This design comes from an exercise in tuning for small area on the open sky130 flow, not from production work. Function was checked by simulation only, so behaviour that the tests miss may differ from the original.

// yx_cvt32
module yx_cvt32(clk, rst, in_valid, in_bits, in_code, in_ftz, in_sat, out_valid, out_bits, out_sat, out_flush);
export LEC_CHECK = 0
export ABC_AREA = 1
export CAP_MARGIN = 20
export CORE_MARGIN = 2
export CORE_UTILIZATION = 40
export CTS_BUF_LIST = sky130_fd_sc_hd__clkbuf_8
export GPL_TIMING_DRIVEN = 0
export SLEW_MARGIN = 20
create_clock -name core_clock -period 16.0 [get_ports {clk}]
standard.sh (not shown) runs the stock make flow with config.mk's settings and CLKGATE_MAP_FILE= SYNTH_SCRIPT=/design/flow/synth_recipe.tcl, a recipe that flattens the netlist after the stock synthesis.
==> flow/flow/run.sh <==
#!/bin/bash
# The standard layout (bash standard.sh, the standard flow's own ORFS run) with these
# changes to how cells are chosen:
#  - the smallest buffer on every input and output port, not the one ORFS picks;
#  - the buffers ABC put in at synthesis are removed at floorplan (ORFS's
#    REMOVE_ABC_BUFFERS) instead of a timing repair there;
#  - after floorplan, flow/post_floorplan.tcl re-maps the combinational logic
#    for area (OpenROAD's restructure) and swaps any cell still sized up for
#    the smallest of the same function; the later repair steps size up again
#    wherever slew or timing needs it.
# Each tool's full output stays in orfs/logs/; make's own output goes to make.log.
set -euo pipefail
here=$(pwd)
export BUFFER_PORTS_ARGS="-buffer_cell sky130_fd_sc_hd__buf_1"
export REMOVE_ABC_BUFFERS=1
export POST_FLOORPLAN_TCL="$here/flow/post_floorplan.tcl"
bash standard.sh > make.log 2>&1
Other scripts of this flow, unchanged in this note and not shown: flow/flow/downsize.tcl, flow/flow/filter_lib.py, flow/flow/post_floorplan.tcl
The first run ran to the end with no violations.
Edit:
--- a/flow/flow/run.sh
+++ b/flow/flow/run.sh
@@ -15,3 +15,5 @@
 export REMOVE_ABC_BUFFERS=1
 export POST_FLOORPLAN_TCL="$here/flow/post_floorplan.tcl"
+# CTS as ORFS runs it, without the dummy loads it adds to balance the tree
+export CTS_ARGS="-sink_clustering_enable -repair_clock_nets -buf_list sky130_fd_sc_hd__clkbuf_8 -dont_use_dummy_load"
 bash standard.sh > make.log 2>&1
Settings changed: CAP_MARGIN 20 to 10, SLEW_MARGIN 20 to 10.
Outcome: Sequential share of layout area rises by 0.12 points. Setup slack gains 0.15 ns. Wire length is about the same. Cell count hardly moves. Via count rises slightly. Die area is unchanged. Synthesized cell count does not change. Synthesized area does not change. Maximum frequency rises slightly. Global-route usage falls by 0.15 points. Utilization falls by 0.27 points.


yx_cvt32, a different RTL version from the one above (not shown whole).
Size: roughly 870 cells after synthesis, ~76 I/O pins.
export LEC_CHECK = 0
export ABC_AREA = 1
export CAP_MARGIN = 20
export CORE_MARGIN = 2
export CORE_UTILIZATION = 40
export CTS_BUF_LIST = sky130_fd_sc_hd__clkbuf_8
export SLEW_MARGIN = 20
create_clock -name core_clock -period 16.0 [get_ports {clk}]
==> flow/flow/run.sh <==
#!/bin/bash
# The standard layout (bash standard.sh, the standard flow's own ORFS run) with these
# changes to how cells are chosen:
#  - the smallest buffer on every input and output port, not the one ORFS picks;
#  - the buffers ABC put in at synthesis are removed at floorplan (ORFS's
#    REMOVE_ABC_BUFFERS) instead of a timing repair there;
#  - after floorplan, flow/post_floorplan.tcl re-maps the combinational logic
#    for area (OpenROAD's restructure) and swaps any cell still sized up for
#    the smallest of the same function; the later repair steps size up again
#    wherever slew or timing needs it.
# Each tool's full output stays in orfs/logs/; make's own output goes to make.log.
set -euo pipefail
here=$(pwd)
export BUFFER_PORTS_ARGS="-buffer_cell sky130_fd_sc_hd__buf_1"
export REMOVE_ABC_BUFFERS=1
export POST_FLOORPLAN_TCL="$here/flow/post_floorplan.tcl"
bash standard.sh > make.log 2>&1
Other scripts of this flow, unchanged in this note and not shown: flow/flow/downsize.tcl, flow/flow/filter_lib.py, flow/flow/post_floorplan.tcl
Edit:
- CTS_BUF_LIST: sky130_fd_sc_hd__clkbuf_8 -> sky130_fd_sc_hd__clkbuf_16
- CTS_CLUSTER_DIAMETER: default -> 500
- CTS_CLUSTER_SIZE: default -> 40
Result: Wire length stays flat; sequential cell count does not change; first-iteration DRC count came out lower by 5.2%.

-- what the ideal ports hide --
No port has a modelled driver above. Below, the same layouts with a new extraction and two added sets of constraints. Step 1 (the two cells are an assumption about what drives the block):
set clk [get_ports {clk}]
set_driving_cell -lib_cell sky130_fd_sc_hd__clkbuf_16 $clk
set_driving_cell -lib_cell sky130_fd_sc_hd__buf_2 [delete_from_list [all_inputs] $clk]
Step 2 moves the port delays by t, midway between the first and last clock arrival at a register: inputs arrive t later, outputs are due t later. That takes back most of the time a late clock gives input paths. Three values: ideal, step 1, step 2; two values: the first two.
run	t (ns)	setup WS [ns]	latest minus earliest clock arrival (ns)
the first run of note 1	0.321	1.144 / 1.153 / 0.833	0.013 / 0.013
the second run of note 1	0.315	1.295 / 1.306 / 0.991	0.017 / 0.018
the first run of note 2	0.330	1.180 / 1.194 / 0.864	0.011 / 0.010
the second run of note 2	0.314	1.200 / 1.215 / 0.902	0.007 / 0.007
After both steps every run listed still meets setup and hold. For the first run of note 2, which loses most, drivers alone change the setup slack by +0.014 ns; drivers and shift together by -0.316 ns.
